From an optimization exercise on the open Yosys and OpenROAD flow, aimed at small area, a short achievable clock period and few clock cycles per item; shortcuts taken in it are not production practice.
Only simulation tests tie the RTL to the original design; equivalence was not proved.
No activity file was given, so power comes from the tool's default toggle rates.

==> wip/cedar <==
// echo_measure
module echo_measure (
    input  wire        clk,
    input  wire        rst,
    input  wire        in_valid,
    output reg         in_ready,
    input  wire [19:0] wstart,     
    input  wire [2:0]  width,      
    input  wire [10:0] idx,        
    input  wire [19:0] peak,       
    input  wire [19:0] left,       
    input  wire [19:0] right,      
    input  wire        left_bg,    
    input  wire        right_bg,   
    input  wire [23:0] b16,        
    input  wire [30:0] run_sum,    
    input  wire [11:0] run_len,    
    input  wire [19:0] shots,      
    output reg         out_valid,
    input  wire        out_ready,
    output reg  [19:0] range,
    output reg  [3:0]  frac,
    output reg  [19:0] amp,
    output reg  [7:0]  qual
);
clock: 12.0 ns
lec_check: 0
cap_margin: 20
core_margin: 2
core_utilization: 55
slew_margin: 20
standard.sh (not shown) runs the stock make flow with config.mk's settings and CLKGATE_MAP_FILE= SYNTH_SCRIPT=/design/flow/synth_recipe.tcl, a recipe that flattens the netlist after the stock synthesis.
==> flow/flow/run.sh <==
#!/bin/bash
# Layout flow: the standard flow (standard.sh), with the standard
# synthesis unchanged. From floorplan on, two knobs differ:
#  - the timing repair steps are asked for a larger setup slack margin, so
#    they also size up paths that already meet the clock period;
set -euo pipefail
MARGIN=${MARGIN:-8.0}
cp config.mk config_pnr.mk
cat >> config_pnr.mk <<EOC
export SETUP_SLACK_MARGIN = $MARGIN
export BUFFER_PORTS_ARGS = -buffer_cell sky130_fd_sc_hd__buf_4
EOC
sed "s#config.mk#config_pnr.mk#g" standard.sh > standard_pnr.sh
bash standard.sh synth > flow_synth.log 2>&1
bash standard_pnr.sh > flow_pnr.log 2>&1
==> inputs of wip/ember, as changes to wip/cedar <==
--- a/flow/design.v
+++ b/flow/design.v
@@ -116,15 +116,15 @@
             en        <= 13'd1;
             in_ready  <= 1'b1;
         end else begin
             v         <= v_n;
             bcnt      <= bcnt_n;
             out_valid <= (bcnt_n != 2'd0);
             en        <= {v_n[11:0] & {12{adv_n}}, adv_n};
-            in_ready  <= adv_n;
+            in_ready  <= (bcnt_n != 2'd2);           
         end
     end
     always @(posedge clk) begin
         if ((bcnt == 2'd0 && push) || (bcnt == 2'd1 && push && pop))
             {range, frac, amp, qual} <= res;
         else if (bcnt == 2'd2 && pop)
             {range, frac, amp, qual} <= skid;
@@ -264,28 +264,28 @@
     endgenerate
     wire [7:0] s12_qual = ssat[12] ? 8'd255 : sq[12];
     wire [24:0] p16   = {1'b0, s0_p, 4'b0};
     wire [25:0] dca   = {1'b0, s0_c16} - {1'b0, s0_a16};
     wire [25:0] dac   = {1'b0, s0_a16} - {1'b0, s0_c16};
     wire        dneg  = dca[25];                             
     wire        dq10  = (p16 == s0_c16);                     
-    reg  [25:0] s1_mag, s1_d;
+    reg  [24:0] s1_mag, s1_d;
     reg         s1_neg, s1_q10;
     reg  [20:0] s1_sh;
     reg  [19:0] s1_ws;
     reg  [2:0]  s1_w;
-    reg  [25:0] s2_mag, s2_d;
-    reg  [27:0] s2_d3;
+    reg  [24:0] s2_mag, s2_d;
+    reg  [26:0] s2_d3;
     reg         s2_neg, s2_q10;
     reg  [26:0] s2_base;
     reg  [2:0]  s2_w;
     always @(posedge clk) begin
         if (en[1]) begin
-            s1_mag  <= dq10 ? 26'd0 : dneg ? dac : dca;
-            s1_d    <= {p16, 1'b0} - {1'b0, s0_a16} - {1'b0, s0_c16};
+            s1_mag  <= dq10 ? 25'd0 : dneg ? dac[24:0] : dca[24:0];
+            s1_d    <= {p16[23:0], 1'b0} - s0_a16 - s0_c16;      
             s1_neg  <= dneg;
             s1_q10  <= dq10;
             s1_sh   <= {6'b0, s0_idx, 4'b1000} << s0_w;          
             s1_ws   <= s0_ws;
             s1_w    <= s0_w;
         end
         if (en[2]) begin
@@ -294,27 +294,27 @@
             s2_d3   <= {2'b0, s1_d} + {1'b0, s1_d, 1'b0};
             s2_neg  <= s1_neg;
             s2_q10  <= s1_q10;
             s2_base <= {3'b0, s1_ws, 4'b0} + {6'b0, s1_sh} - 27'd8;
             s2_w    <= s1_w;
         end
     end
-    wire [25:0] dr [2:7];
+    wire [24:0] dr [2:7];
     wire [9:0]  dq [2:7];
-    wire [25:0] dd [2:7];
-    wire [27:0] dd3 [2:7];
+    wire [24:0] dd [2:7];
+    wire [26:0] dd3 [2:7];
     wire        dng [2:7];
     assign dr[2]  = s2_mag;
     assign dq[2]  = 10'd0;
     assign dd[2]  = s2_d;
     assign dd3[2] = s2_d3;
     assign dng[2] = s2_neg;
     generate
         for (k = 3; k <= 7; k = k + 1) begin : g_delta
-            em_dstage #(.W(26), .FW(10)) u_st (
+            em_dstage #(.W(25), .FW(10)) u_st (
                 .clk(clk), .en(en[k]),
                 .r(dr[k-1]), .f(dq[k-1]), .d(dd[k-1]), .d3(dd3[k-1]), .flag(dng[k-1]),
                 .ro(dr[k]), .fo(dq[k]), .dout(dd[k]), .d3o(dd3[k]), .flago(dng[k]));
         end
     endgenerate
     wire [26:0] rb [2:8];
     wire [2:0]  rw [2:8];
==> flow/flow/run.sh (replaced) <==
#!/bin/bash
# Layout flow: the standard flow (standard.sh), with the standard
# synthesis unchanged. From floorplan on, two knobs differ:
#  - the timing repair steps are asked for a larger setup slack margin, so
#    they also size up paths that already meet the clock period;
set -euo pipefail
MARGIN=${MARGIN:-8.3}
cp config.mk config_pnr.mk
cat >> config_pnr.mk <<EOC
export SETUP_SLACK_MARGIN = $MARGIN
export BUFFER_PORTS_ARGS = -buffer_cell sky130_fd_sc_hd__buf_4
EOC
sed "s#config.mk#config_pnr.mk#g" standard.sh > standard_pnr.sh
bash standard.sh synth > flow_synth.log 2>&1
bash standard_pnr.sh > flow_pnr.log 2>&1
Settings changed: CORE_UTILIZATION 55 to 65, PLACE_DENSITY from default to 0.72.
==> inputs of wip/juniper, as changes to wip/cedar <==
--- a/flow/design.v
+++ b/flow/design.v
@@ -64,15 +64,15 @@
             flago <= flag;
         end
 endmodule
 module echo_measure (
     input  wire        clk,
     input  wire        rst,
     input  wire        in_valid,
-    output reg         in_ready,
+    output wire        in_ready,
     input  wire [19:0] wstart,     
     input  wire [2:0]  width,      
     input  wire [10:0] idx,        
     input  wire [19:0] peak,       
     input  wire [19:0] left,       
     input  wire [19:0] right,      
     input  wire        left_bg,    
@@ -89,14 +89,15 @@
     output reg  [7:0]  qual
 );
     reg  [1:0]  bcnt;
     reg  [51:0] skid;
     reg  [12:0] v;                               
     reg  [12:0] en;                              
     wire adv = !bcnt[1];
+    assign in_ready = adv;
     wire [51:0] res;                             
     wire push = adv && v[12];
     wire pop  = out_valid && out_ready;
     reg  [1:0]  bcnt_n;
     always @* begin
         bcnt_n = bcnt;
         case (bcnt)
@@ -110,21 +111,19 @@
     wire        adv_n = !bcnt_n[1];
     always @(posedge clk) begin
         if (rst) begin
             v         <= 13'd0;
             bcnt      <= 2'd0;
             out_valid <= 1'b0;
             en        <= 13'd1;
-            in_ready  <= 1'b1;
         end else begin
             v         <= v_n;
             bcnt      <= bcnt_n;
             out_valid <= (bcnt_n != 2'd0);
             en        <= {v_n[11:0] & {12{adv_n}}, adv_n};
-            in_ready  <= adv_n;
         end
     end
     always @(posedge clk) begin
         if ((bcnt == 2'd0 && push) || (bcnt == 2'd1 && push && pop))
             {range, frac, amp, qual} <= res;
         else if (bcnt == 2'd2 && pop)
             {range, frac, amp, qual} <= skid;
==> flow/flow/run.sh (replaced) <==
#!/bin/bash
set -euo pipefail
MARGIN=${MARGIN:-7.5}
cp config.mk config_margin.mk
echo "export SETUP_SLACK_MARGIN = $MARGIN" >> config_margin.mk
sed "s#config.mk#config_margin.mk#g" standard.sh > standard_margin.sh
bash standard_margin.sh > flow_make.log 2>&1
Settings changed: CORE_UTILIZATION 55 to 40.
==> summary of the runs <==
In wip/ember the maximum frequency is larger than in wip/juniper, by 12%.
Against wip/ember, the first-iteration DRC count of wip/cedar is lower by 8.7%.
wip/ember ran to the end with no violations. wip/cedar produced a clean layout. wip/juniper ran to the end with no violations.
Non-clock buffer count: wip/ember > wip/cedar > wip/juniper.
Of wip/cedar and wip/juniper, wip/cedar has the higher setup slack (gap 0.23 ns).
==> figures <==
item	wip/cedar	wip/juniper	wip/ember
Multiplexer share of the synthesized area	2.47%	1.79%	2.09%
Max layer used	met5	met4	met5
Minimum clock period after layout	4.13 ns	4.36 ns	3.91 ns
Net count of the mapped netlist	21993	21678	21482
Synthesized instance count	19299	18983	18804
Setup WS pre-CTS	7.10 ns	6.22 ns	7.29 ns
Clock tree skew after final layout	0.0784 ns	0.0457 ns	0.0657 ns
Drt via density	5.78	5.26	5.99
Outcome	timing/DRC/antenna clean	timing/DRC/antenna clean	timing/DRC/antenna clean
Critical hold path startpoint	g_rng[3].w[1]	g_rng[4].b[9]	g_qual[4].u_st.fo[13]
Testbench counts of wip/cedar, summed over its fixed seeds: cycles 1,392, items 1,280.
Testbench counts of wip/ember, summed over its fixed seeds: cycles 1,392, items 1,280.
Testbench counts of wip/juniper, summed over its fixed seeds: cycles 1,392, items 1,280.

==> job 4333: inputs <==
Another version of the RTL of echo_measure (not shown whole).
clock: 12.0 ns
lec_check: 0
cap_margin: 20
core_margin: 2
core_utilization: 40
slew_margin: 20
run.sh (not shown) runs the stock make flow with config.mk's settings and CLKGATE_MAP_FILE= SYNTH_SCRIPT=/design/flow/synth_recipe.tcl, a recipe that flattens the netlist after the stock synthesis.
Stock flow here: none of the scripts above is used.
==> job 4704: changes against job 4333 <==
--- a/flow/design.v
+++ b/flow/design.v
@@ -87,165 +87,185 @@
     output reg  [3:0]  frac,
     output reg  [19:0] amp,
     output reg  [7:0]  qual
 );
     reg  [1:0]  bcnt;
     reg  [51:0] skid;
     reg  [12:0] v;                               
+    reg  [12:0] en;                              
     wire adv = !bcnt[1];
     assign in_ready = adv;
     wire [51:0] res;                             
     wire push = adv && v[12];
     wire pop  = out_valid && out_ready;
+    reg  [1:0]  bcnt_n;
+    always @* begin
+        bcnt_n = bcnt;
+        case (bcnt)
+            2'd0: if (push) bcnt_n = 2'd1;
+            2'd1: if (push && !pop) bcnt_n = 2'd2;
+                  else if (!push && pop) bcnt_n = 2'd0;
+            default: if (pop) bcnt_n = 2'd1;
+        endcase
+    end
+    wire [12:0] v_n   = adv ? {v[11:0], in_valid} : v;
+    wire        adv_n = !bcnt_n[1];
     always @(posedge clk) begin
         if (rst) begin
             v         <= 13'd0;
             bcnt      <= 2'd0;
             out_valid <= 1'b0;
+            en        <= 13'd1;
         end else begin
-            if (adv)
-                v <= {v[11:0], in_valid};
-            case (bcnt)
-                2'd0: if (push) begin bcnt <= 2'd1; out_valid <= 1'b1; end
-                2'd1: if (push && !pop) bcnt <= 2'd2;
-                      else if (!push && pop) begin bcnt <= 2'd0; out_valid <= 1'b0; end
-                default: if (pop) bcnt <= 2'd1;
-            endcase
+            v         <= v_n;
+            bcnt      <= bcnt_n;
+            out_valid <= (bcnt_n != 2'd0);
+            en        <= {v_n[11:0] & {12{adv_n}}, adv_n};
         end
     end
     always @(posedge clk) begin
         if ((bcnt == 2'd0 && push) || (bcnt == 2'd1 && push && pop))
             {range, frac, amp, qual} <= res;
         else if (bcnt == 2'd2 && pop)
             {range, frac, amp, qual} <= skid;
         if (bcnt == 2'd1 && push && !pop)
             skid <= res;
     end
     reg [30:0] s0_sum;
     reg [11:0] s0_len;
     reg [19:0] s0_n;
     reg [23:0] s0_b16;
-    reg [23:0] s0_x;
     reg [24:0] s0_a16, s0_c16;
     reg [19:0] s0_p;
     reg [19:0] s0_ws;
     reg [10:0] s0_idx;
     reg [2:0]  s0_w;
     always @(posedge clk)
-        if (adv) begin
+        if (en[0]) begin
             s0_sum <= run_sum;
             s0_len <= run_len;
             s0_n   <= shots;
             s0_b16 <= b16;
-            s0_x   <= {peak, 4'b0} - b16;                        
             s0_a16 <= left_bg  ? {1'b0, b16} : {1'b0, left, 4'b0};
             s0_c16 <= right_bg ? {1'b0, b16} : {1'b0, right, 4'b0};
             s0_p   <= peak;
             s0_ws  <= wstart;
             s0_idx <= idx;
             s0_w   <= width;
         end
     wire [39:0] ac0, ac1, ac2;
     em_ampcs u_ampcs (.S(s0_sum), .n(s0_n), .L(s0_len), .b(s0_b16), .r0(ac0), .r1(ac1), .r2(ac2));
     reg [39:0] s1_ac0, s1_ac1, s1_ac2;
     reg [19:0] s1_n;
     reg [39:0] s2_f;
     reg [19:0] s2_n;
     reg [21:0] s2_n3;
-    always @(posedge clk)
-        if (adv) begin
+    always @(posedge clk) begin
+        if (en[1]) begin
             s1_ac0 <= ac0;
             s1_ac1 <= ac1;
             s1_ac2 <= ac2;
             s1_n   <= s0_n;
+        end
+        if (en[2]) begin
             s2_f   <= s1_ac0 + s1_ac1 + s1_ac2;                  
             s2_n   <= s1_n;
             s2_n3  <= {2'b0, s1_n} + {1'b0, s1_n, 1'b0};
         end
+    end
     wire [19:0] ar [2:12];
     wire [19:0] af [2:12];
     wire [19:0] an [2:12];
     wire [21:0] an3 [2:12];
     wire        asat [2:12];
     assign ar[2]   = s2_f[39:20];
     assign af[2]   = s2_f[19:0];
     assign an[2]   = s2_n;
     assign an3[2]  = s2_n3;
     assign asat[2] = !(s2_f[39:20] < s2_n);      
     genvar k;
     generate
         for (k = 3; k <= 12; k = k + 1) begin : g_amp
             em_dstage #(.W(20), .FW(20)) u_st (
-                .clk(clk), .en(adv),
+                .clk(clk), .en(en[k]),
                 .r(ar[k-1]), .f(af[k-1]), .d(an[k-1]), .d3(an3[k-1]), .flag(asat[k-1]),
                 .ro(ar[k]), .fo(af[k]), .dout(an[k]), .d3o(an3[k]), .flago(asat[k]));
         end
     endgenerate
     wire [19:0] amp_res = asat[12] ? 20'hFFFFF : af[12];
-    wire [39:0] qc0, qc1, qc2;
-    em_sqcs u_sqcs (.x(s0_x[19:0]), .r0(qc0), .r1(qc1), .r2(qc2));
     wire [23:0] s0_bm = (s0_b16[23:4] == 20'd0) ? 24'd16 : s0_b16;
-    reg [39:0] s1_qc0, s1_qc1, s1_qc2;
+    reg [23:0] s1_x;
     reg [23:0] s1_bm;
     reg [25:0] s1_bm3;
-    reg        s1_hi;
-    reg [39:0] s2_xx;
-    reg [23:0] s2_bm;
-    reg [25:0] s2_bm3;
-    reg        s2_hi;
     always @(posedge clk)
-        if (adv) begin
-            s1_qc0 <= qc0;
-            s1_qc1 <= qc1;
-            s1_qc2 <= qc2;
+        if (en[1]) begin
+            s1_x   <= {s0_p, 4'b0} - s0_b16;                      
             s1_bm  <= s0_bm;
             s1_bm3 <= {2'b0, s0_bm} + {1'b0, s0_bm, 1'b0};
-            s1_hi  <= |s0_x[23:20];                               
-            s2_xx  <= s1_qc0 + s1_qc1 + s1_qc2;
+        end
+    wire [39:0] qc0, qc1, qc2;
+    em_sqcs u_sqcs (.x(s1_x[19:0]), .r0(qc0), .r1(qc1), .r2(qc2));
+    reg [39:0] s2_qc0, s2_qc1, s2_qc2;
+    reg [23:0] s2_bm;
+    reg [25:0] s2_bm3;
+    reg        s2_hi;
+    reg [39:0] s3_xx;
+    reg [23:0] s3_bm;
+    reg [25:0] s3_bm3;
+    reg        s3_hi;
+    always @(posedge clk) begin
+        if (en[2]) begin
+            s2_qc0 <= qc0;
+            s2_qc1 <= qc1;
+            s2_qc2 <= qc2;
             s2_bm  <= s1_bm;
             s2_bm3 <= s1_bm3;
-            s2_hi  <= s1_hi;
+            s2_hi  <= |s1_x[23:20];                               
         end
-    wire [23:0] qr [2:10];
-    wire [15:0] qf [2:10];
-    wire [23:0] qb [2:10];
-    wire [25:0] qb3 [2:10];
-    wire        qsat [2:10];
-    assign qr[2]   = s2_xx[39:16];
-    assign qf[2]   = s2_xx[15:0];
-    assign qb[2]   = s2_bm;
-    assign qb3[2]  = s2_bm3;
-    assign qsat[2] = s2_hi || !(s2_xx[39:16] < s2_bm);   
+        if (en[3]) begin
+            s3_xx  <= s2_qc0 + s2_qc1 + s2_qc2;
+            s3_bm  <= s2_bm;
+            s3_bm3 <= s2_bm3;
+            s3_hi  <= s2_hi;
+        end
+    end
+    wire [23:0] qr [3:11];
+    wire [15:0] qf [3:11];
+    wire [23:0] qb [3:11];
+    wire [25:0] qb3 [3:11];
+    wire        qsat [3:11];
+    assign qr[3]   = s3_xx[39:16];
+    assign qf[3]   = s3_xx[15:0];
+    assign qb[3]   = s3_bm;
+    assign qb3[3]  = s3_bm3;
+    assign qsat[3] = s3_hi || !(s3_xx[39:16] < s3_bm);   
     generate
-        for (k = 3; k <= 10; k = k + 1) begin : g_qual
+        for (k = 4; k <= 11; k = k + 1) begin : g_qual
             em_dstage #(.W(24), .FW(16)) u_st (
-                .clk(clk), .en(adv),
+                .clk(clk), .en(en[k]),
                 .r(qr[k-1]), .f(qf[k-1]), .d(qb[k-1]), .d3(qb3[k-1]), .flag(qsat[k-1]),
                 .ro(qr[k]), .fo(qf[k]), .dout(qb[k]), .d3o(qb3[k]), .flago(qsat[k]));
         end
     endgenerate
-    wire [9:0] sr [3:11];
-    wire [7:0] sq [3:11];
-    wire       ssat [3:11];
-    assign sr[3]   = 10'd0;
-    assign sq[3]   = 8'd0;
-    assign ssat[3] = 1'b0;
+    wire [9:0] sr [4:12];
+    wire [7:0] sq [4:12];
+    wire       ssat [4:12];
+    assign sr[4]   = 10'd0;
+    assign sq[4]   = 8'd0;
+    assign ssat[4] = 1'b0;
     generate
-        for (k = 4; k <= 11; k = k + 1) begin : g_sqrt
+        for (k = 5; k <= 12; k = k + 1) begin : g_sqrt
             em_sstage u_st (
-                .clk(clk), .en(adv),
+                .clk(clk), .en(en[k]),
                 .r(sr[k-1]), .root(sq[k-1]), .b(qf[k-1][1:0]),
-                .flag(k == 11 ? qsat[10] : ssat[k-1]),
+                .flag(k == 12 ? qsat[11] : ssat[k-1]),
                 .ro(sr[k]), .rooto(sq[k]), .flago(ssat[k]));
         end
     endgenerate
-    reg [7:0] s12_qual;
-    always @(posedge clk)
-        if (adv)
-            s12_qual <= ssat[11] ? 8'd255 : sq[11];
+    wire [7:0] s12_qual = ssat[12] ? 8'd255 : sq[12];
     wire [24:0] p16   = {1'b0, s0_p, 4'b0};
     wire [25:0] dca   = {1'b0, s0_c16} - {1'b0, s0_a16};
     wire [25:0] dac   = {1'b0, s0_a16} - {1'b0, s0_c16};
     wire        dneg  = dca[25];                             
     wire        dq10  = (p16 == s0_c16);                     
     reg  [25:0] s1_mag, s1_d;
     reg         s1_neg, s1_q10;
@@ -253,87 +273,100 @@
     reg  [19:0] s1_ws;
     reg  [2:0]  s1_w;
     reg  [25:0] s2_mag, s2_d;
     reg  [27:0] s2_d3;
     reg         s2_neg, s2_q10;
     reg  [26:0] s2_base;
     reg  [2:0]  s2_w;
-    always @(posedge clk)
-        if (adv) begin
+    always @(posedge clk) begin
+        if (en[1]) begin
             s1_mag  <= dq10 ? 26'd0 : dneg ? dac : dca;
             s1_d    <= {p16, 1'b0} - {1'b0, s0_a16} - {1'b0, s0_c16};
             s1_neg  <= dneg;
             s1_q10  <= dq10;
             s1_sh   <= {6'b0, s0_idx, 4'b1000} << s0_w;          
             s1_ws   <= s0_ws;
             s1_w    <= s0_w;
+        end
+        if (en[2]) begin
             s2_mag  <= s1_mag;
             s2_d    <= s1_d;
             s2_d3   <= {2'b0, s1_d} + {1'b0, s1_d, 1'b0};
             s2_neg  <= s1_neg;
             s2_q10  <= s1_q10;
             s2_base <= {3'b0, s1_ws, 4'b0} + {6'b0, s1_sh} - 27'd8;
             s2_w    <= s1_w;
         end
+    end
     wire [25:0] dr [2:7];
     wire [9:0]  dq [2:7];
     wire [25:0] dd [2:7];
     wire [27:0] dd3 [2:7];
     wire        dng [2:7];
     assign dr[2]  = s2_mag;
     assign dq[2]  = 10'd0;
     assign dd[2]  = s2_d;
     assign dd3[2] = s2_d3;
     assign dng[2] = s2_neg;
     generate
         for (k = 3; k <= 7; k = k + 1) begin : g_delta
             em_dstage #(.W(26), .FW(10)) u_st (
-                .clk(clk), .en(adv),
+                .clk(clk), .en(en[k]),
                 .r(dr[k-1]), .f(dq[k-1]), .d(dd[k-1]), .d3(dd3[k-1]), .flag(dng[k-1]),
                 .ro(dr[k]), .fo(dq[k]), .dout(dd[k]), .d3o(dd3[k]), .flago(dng[k]));
         end
     endgenerate
-    reg [26:0] rb [3:8];
-    reg [2:0]  rw [3:8];
-    reg        rq [3:7];
-    integer m;
-    always @(posedge clk)
-        if (adv) begin
-            rb[3] <= s2_base;
-            rw[3] <= s2_w;
-            rq[3] <= s2_q10;
-            for (m = 4; m <= 8; m = m + 1) begin
-                rb[m] <= rb[m-1];
-                rw[m] <= rw[m-1];
-            end
-            for (m = 4; m <= 7; m = m + 1)
-                rq[m] <= rq[m-1];
+    wire [26:0] rb [2:8];
+    wire [2:0]  rw [2:8];
+    wire        rq [2:8];
+    assign rb[2] = s2_base;
+    assign rw[2] = s2_w;
+    assign rq[2] = s2_q10;
+    generate
+        for (k = 3; k <= 8; k = k + 1) begin : g_rng
+            reg [26:0] b;
+            reg [2:0]  w;
+            reg        q;
+            always @(posedge clk)
+                if (en[k]) begin
+                    b <= rb[k-1];
+                    w <= rw[k-1];
+                    q <= rq[k-1];
+                end
+            assign rb[k] = b;
+            assign rw[k] = w;
+            assign rq[k] = q;
         end
+    endgenerate
     wire [10:0] q10v = {rq[7], dq[7]};
     wire [10:0] qs   = q10v >> (3'd6 - rw[7]);
     reg  [9:0]  s8_mk;
     reg         s8_neg, s8_cin;
     reg  [26:0] s9_r16;
-    always @(posedge clk)
-        if (adv) begin
+    always @(posedge clk) begin
+        if (en[8]) begin
             s8_mk  <= qs[10:1];
             s8_neg <= dng[7];
             s8_cin <= dng[7] ^ qs[0];
-            s9_r16 <= rb[8] + (s8_neg ? ~{17'b0, s8_mk} : {17'b0, s8_mk}) + {26'b0, s8_cin};
         end
+        if (en[9])
+            s9_r16 <= rb[8] + (s8_neg ? ~{17'b0, s8_mk} : {17'b0, s8_mk}) + {26'b0, s8_cin};
+    end
     wire        r_lo = s9_r16[26];
     wire        r_hi = !s9_r16[26] && (s9_r16[25:24] != 2'b00);
-    reg  [23:0] rr [10:12];
-    always @(posedge clk)
-        if (adv) begin
-            rr[10] <= r_lo ? 24'd0 : r_hi ? 24'hFFFFFF : s9_r16[23:0];
-            rr[11] <= rr[10];
-            rr[12] <= rr[11];
-        end
-    assign res = {rr[12], amp_res, s12_qual};
+    reg  [23:0] s10_rr, s11_rr, s12_rr;
+    always @(posedge clk) begin
+        if (en[10])
+            s10_rr <= r_lo ? 24'd0 : r_hi ? 24'hFFFFFF : s9_r16[23:0];
+        if (en[11])
+            s11_rr <= s10_rr;
+        if (en[12])
+            s12_rr <= s11_rr;
+    end
+    assign res = {s12_rr, amp_res, s12_qual};
 endmodule
 module em_ampcs (
     input  wire [30:0] S,
     input  wire [19:0] n,
     input  wire [11:0] L,
     input  wire [23:0] b,
     output wire [39:0] r0, r1, r2
==> results.txt <==
- Against job 4704, the count of clock-buffer cells in the layout of job 4333 is lower by 31.
- Between job 4704 and job 4333, the lower cell area is in job 4333 (gap about 0.28%, measured against job 4333).
- Fmax: job 4704 is smaller than job 4333 (2.2%).
- Against job 4333, the global-route usage of job 4704 is higher by 0.57 points.
- In synthesized area, job 4704 and job 4333 hardly differ.
- Against job 4333, the hold slack of job 4704 is higher by 0.022 ns.
- Against job 4704, the register-to-register slack of job 4333 is higher by 0.12 ns.
- Via count: job 4704 is higher than job 4333 (about 0.37%).
- Against job 4333, the first-iteration DRC count of job 4704 is larger by 3.4%.
- Sequential power: job 4704 is smaller than job 4333 (about 37%).
- Between job 4704 and job 4333, the lower combinational power is in job 4704 (gap about 90%, measured against job 4333).
Testbench counts of job 4333, summed over its fixed seeds: cycles 1,392, items 1,280.
Testbench counts of job 4704, summed over its fixed seeds: cycles 1,392, items 1,280.

what the ideal ports hide:
Ports are ideal in the flow. The routed layouts listed here were re-timed in OpenROAD. Step 1 (the two cells are an assumption about what drives the block):
set clk [get_ports {clk}]
set_driving_cell -lib_cell sky130_fd_sc_hd__clkbuf_16 $clk
set_driving_cell -lib_cell sky130_fd_sc_hd__buf_2 [delete_from_list [all_inputs] $clk]
Step 2 also shifts input and output timing later by t, the mid clock arrival at the registers, as if the neighbouring blocks saw the same clock. a / b / c = ideal / step 1 / step 2; a / b = the first two.
run | t (ns) | slack for setup (ns) | hold slack, ns | worst slew at a driven data input, ns
wip/cedar | 1.065 | 7.867 / 7.743 / 7.501 | 0.380 / 0.380 / 0.380 | 0.10
wip/ember | 1.033 | 8.086 / 7.973 / 7.483 | 0.384 / 0.384 / 0.384 | 0.16
wip/juniper | 1.085 | 7.635 / 7.509 / 6.776 | 0.399 / 0.399 / 0.399 | 0.07
job 4333 | 1.074 | 6.606 / 6.606 / 6.184 | 0.377 / 0.377 / 0.377 | 0.08
job 4704 | 1.081 | 6.487 / 6.487 / 6.487 | 0.399 / 0.399 / 0.399 | 0.07
After both steps every run listed still meets setup and hold. The setup slack of wip/juniper, which loses most, moves by -0.126 ns with the drivers and by -0.859 ns with both steps.
